This design comes from an exercise in tuning for small area, a short achievable clock period and few clock cycles per item on the open sky130 flow, not from production work. Where RTL was checked, it was by simulation tests only, not by an equivalence proof against the original.

## tangram_fma
module tangram_fma (
    input  wire        clk,
    input  wire        rst,         
    input  wire        in_valid,
    output reg         in_ready,
    input  wire [31:0] in_a,
    input  wire [31:0] in_b,
    input  wire [31:0] in_c,
    input  wire [1:0]  in_frm,      
    input  wire        in_ftz,
    output reg         out_valid,
    input  wire        out_ready,
    output reg  [31:0] out_result,
    output reg  [3:0]  out_flags    
);
Size: roughly 480 flip-flops.
export LEC_CHECK = 0
export CAP_MARGIN = 20
export CORE_MARGIN = 2
export CORE_UTILIZATION = 55
export CTS_CLUSTER_DIAMETER = 120
export CTS_CLUSTER_SIZE = 25
export SLEW_MARGIN = 20
create_clock -name core_clock -period 33.0 [get_ports {clk}]
standard.sh (not shown) runs the stock make flow with config.mk's settings and CLKGATE_MAP_FILE= SYNTH_SCRIPT=/design/flow/synth_recipe.tcl, a recipe that flattens the netlist after the stock synthesis.
==> flow/flow/run.sh <==
#!/bin/bash
# The standard layout, with plain buffers (not delay cells) on the ports and
# timing repair aiming 25.25 ns above the clock's slack.
bash standard.sh "BUFFER_PORTS_ARGS=-buffer_cell sky130_fd_sc_hd__buf_2" SETUP_SLACK_MARGIN=25.25 finish > standard_flow.log 2>&1
Testbench counts at the start, summed over its fixed seeds: cycles 16,040, items 16,000.
Edit:
==> flow/flow/run.sh (replaced) <==
#!/bin/bash
# The standard layout, with plain buffers (not delay cells) on the ports and
# timing repair aiming 25.5 ns above the clock's slack.
bash standard.sh "BUFFER_PORTS_ARGS=-buffer_cell sky130_fd_sc_hd__buf_2" SETUP_SLACK_MARGIN=25.5 finish > standard_flow.log 2>&1
--- a/flow/config.mk
+++ b/flow/config.mk
@@ -10 +10 @@
-export CORE_UTILIZATION = 55
+export CORE_UTILIZATION = 40
After rerunning:
- The changed run produced a clean layout
- via count fell by 0.73%
- maximum frequency is about the same
- utilization drops by 16 points
- global-route usage is lower by 10 points
- design area rises by 0.82%
- count of clock-buffer cells in the layout is unchanged
- setup slack gets worse by 0.0053 ns
- cell count goes up by 6.3%
Edit:
--- a/flow/config.mk
+++ b/flow/config.mk
@@ -8 +8,2 @@
-export CAP_MARGIN = 20
+export ABC_AREA = 1
+export CAP_MARGIN = 10
@@ -13 +14 @@
-export SLEW_MARGIN = 20
+export SLEW_MARGIN = 10
The new run completed with no timing, DRC or antenna violations.
First-iteration DRC count climbs by 0.64%.
Area after synthesis drops by 0.69%.

## the baseline
tangram_fma, a different RTL version from the one above (not shown whole).
Size: roughly 620 flip-flops, about 50,000 um2 of cells after synthesis.
Design tangram_fma, start of the top module:
module tangram_fma (
    input  wire        clk,
    input  wire        rst,         
    input  wire        in_valid,
    output reg         in_ready,
    input  wire [31:0] in_a,
    input  wire [31:0] in_b,
    input  wire [31:0] in_c,
    input  wire [1:0]  in_frm,      
    input  wire        in_ftz,
    output reg         out_valid,
    input  wire        out_ready,
    output reg  [31:0] out_result,
    output reg  [3:0]  out_flags    
);
==> flow/config.mk <==
export PLATFORM = sky130hd
export DESIGN_NAME = tangram_fma
export DESIGN_NICKNAME = tangram_fma
export VERILOG_FILES = /design/flow/design.v
export SDC_FILE = /design/flow/constraint.sdc
export NUM_CORES = 4
export LEC_CHECK = 0
export CAP_MARGIN = 20
export CORE_MARGIN = 2
export CORE_UTILIZATION = 40
export SLEW_MARGIN = 20
==> flow/constraint.sdc <==
create_clock -name core_clock -period 33.0 [get_ports {clk}]
set_input_delay 6.6000 -clock core_clock [delete_from_list [all_inputs] [get_ports {clk}]]
set_output_delay 6.6000 -clock core_clock [all_outputs]
set_load 0.01 [all_outputs]
==> flow/flow/run.sh <==
#!/bin/bash
# The standard layout, with plain buffers (not delay cells) on the ports.
bash standard.sh "BUFFER_PORTS_ARGS=-buffer_cell sky130_fd_sc_hd__buf_2" finish > standard_flow.log 2>&1
Relative to the baseline, the following input files were edited for the candidate:
==> flow/flow/run.sh <==
#!/bin/bash
# The standard layout, with plain buffers (not delay cells) on the ports and
# timing repair aiming 25.5 ns above the clock's slack.
bash standard.sh "BUFFER_PORTS_ARGS=-buffer_cell sky130_fd_sc_hd__buf_2" SETUP_SLACK_MARGIN=25.5 finish > standard_flow.log 2>&1
Notes after the runs:
Data required time at the worst endpoint in the candidate is 7.22 ns below the baseline.
Compared to the baseline, the candidate leaves less free space in the core.
The candidate against the baseline: maximum frequency grew by 10%, fraction of met3 tracks used by global routing saw little to no change, critical path depth went down 22, worst setup slack rose 0.82 ns.
The design area of the candidate was inferior to that of the baseline.
The worst setup skew after layout was comparable across the baseline and the candidate.
For number of port buffers, the candidate and the baseline come out practically identical.
Comparing the baseline against the candidate, there is no change at all in number of maximum-capacitance constraint violations.
The candidate reports its path type of the worst setup path as reg2out while the baseline reports reg2reg.
No run of this note included a check of the RTL's function; only the layout flow was run.

== run a ==
tangram_fma, a different RTL version from the one above (not shown whole).
Size in the first run: ~5,100 cells after synthesis, roughly 640 flip-flops, ~140 I/O pins.
clock: 33.0 ns
lec_check: 0
cap_margin: 20
core_margin: 2
core_utilization: 40
slew_margin: 20
==> flow/flow/run.sh <==
#!/bin/bash
# The standard layout, with plain buffers (not delay cells) on the ports and
# timing repair aiming 25.5 ns above the clock's slack.
bash standard.sh "BUFFER_PORTS_ARGS=-buffer_cell sky130_fd_sc_hd__buf_2" SETUP_SLACK_MARGIN=25.5 finish > standard_flow.log 2>&1
Testbench counts of run a, summed over its fixed seeds: cycles 16,040, items 16,000.
The following lists how run b was set up differently from run a:
# run a
export LEC_CHECK = 0
export CAP_MARGIN = 20
export CORE_MARGIN = 2
export CORE_UTILIZATION = 40
export SLEW_MARGIN = 20
create_clock -name core_clock -period 33.0 [get_ports {clk}]
# run b
export LEC_CHECK = 0
export CAP_MARGIN = 20
export CORE_MARGIN = 2
export CORE_UTILIZATION = 40
export CTS_CLUSTER_DIAMETER = 120
export CTS_CLUSTER_SIZE = 25
export SLEW_MARGIN = 20
create_clock -name core_clock -period 33.0 [get_ports {clk}]
[summary]
Routed wire in run b totals less than in run a.
The length of routed met3 wiring number comes out higher for run a vs run b.
Share of the final layout cell area in multi-input gates, run a and run b: smaller value in run a

-- afterwards: timing with drivers on the ports --
The results above use ideal ports. As a check the final layouts listed here were re-extracted and re-timed, cells and wires unchanged. Step 1 (the two cells are an assumption about what drives the block):
set clk [get_ports {clk}]
set_driving_cell -lib_cell sky130_fd_sc_hd__clkbuf_16 $clk
set_driving_cell -lib_cell sky130_fd_sc_hd__buf_2 [delete_from_list [all_inputs] $clk]
Step 2, shift: input delay + t, output delay - t, t = (earliest + latest rising clock arrival at the registers) / 2. This alone moves slack from input paths to output paths. Slacks: no drivers / after step 1 / after step 2; pairs: no drivers / after step 1.
run | t, ns | setup WS [ns] | worst setup path after step 2
the first run of note 1 | 0.707 | 25.215 / 25.142 / 25.172 | input to register
the second run of note 1 | 0.710 | 25.210 / 25.132 / 25.449 | input to register
the third run of note 1 | 0.710 | 25.209 / 25.134 / 25.004 | input to register
the baseline | 0.751 | 24.366 / 24.366 / 24.366 | register to register
the candidate | 0.762 | 25.181 / 25.099 / 24.833 | input to register
run a | 0.753 | 25.126 / 25.050 / 24.879 | input to register
run b | 0.722 | 25.140 / 25.063 / 24.883 | input to register
After both steps setup and hold are still met in every run listed. For the candidate, which loses most, drivers alone change the setup slack by -0.082 ns; drivers and shift together by -0.348 ns.
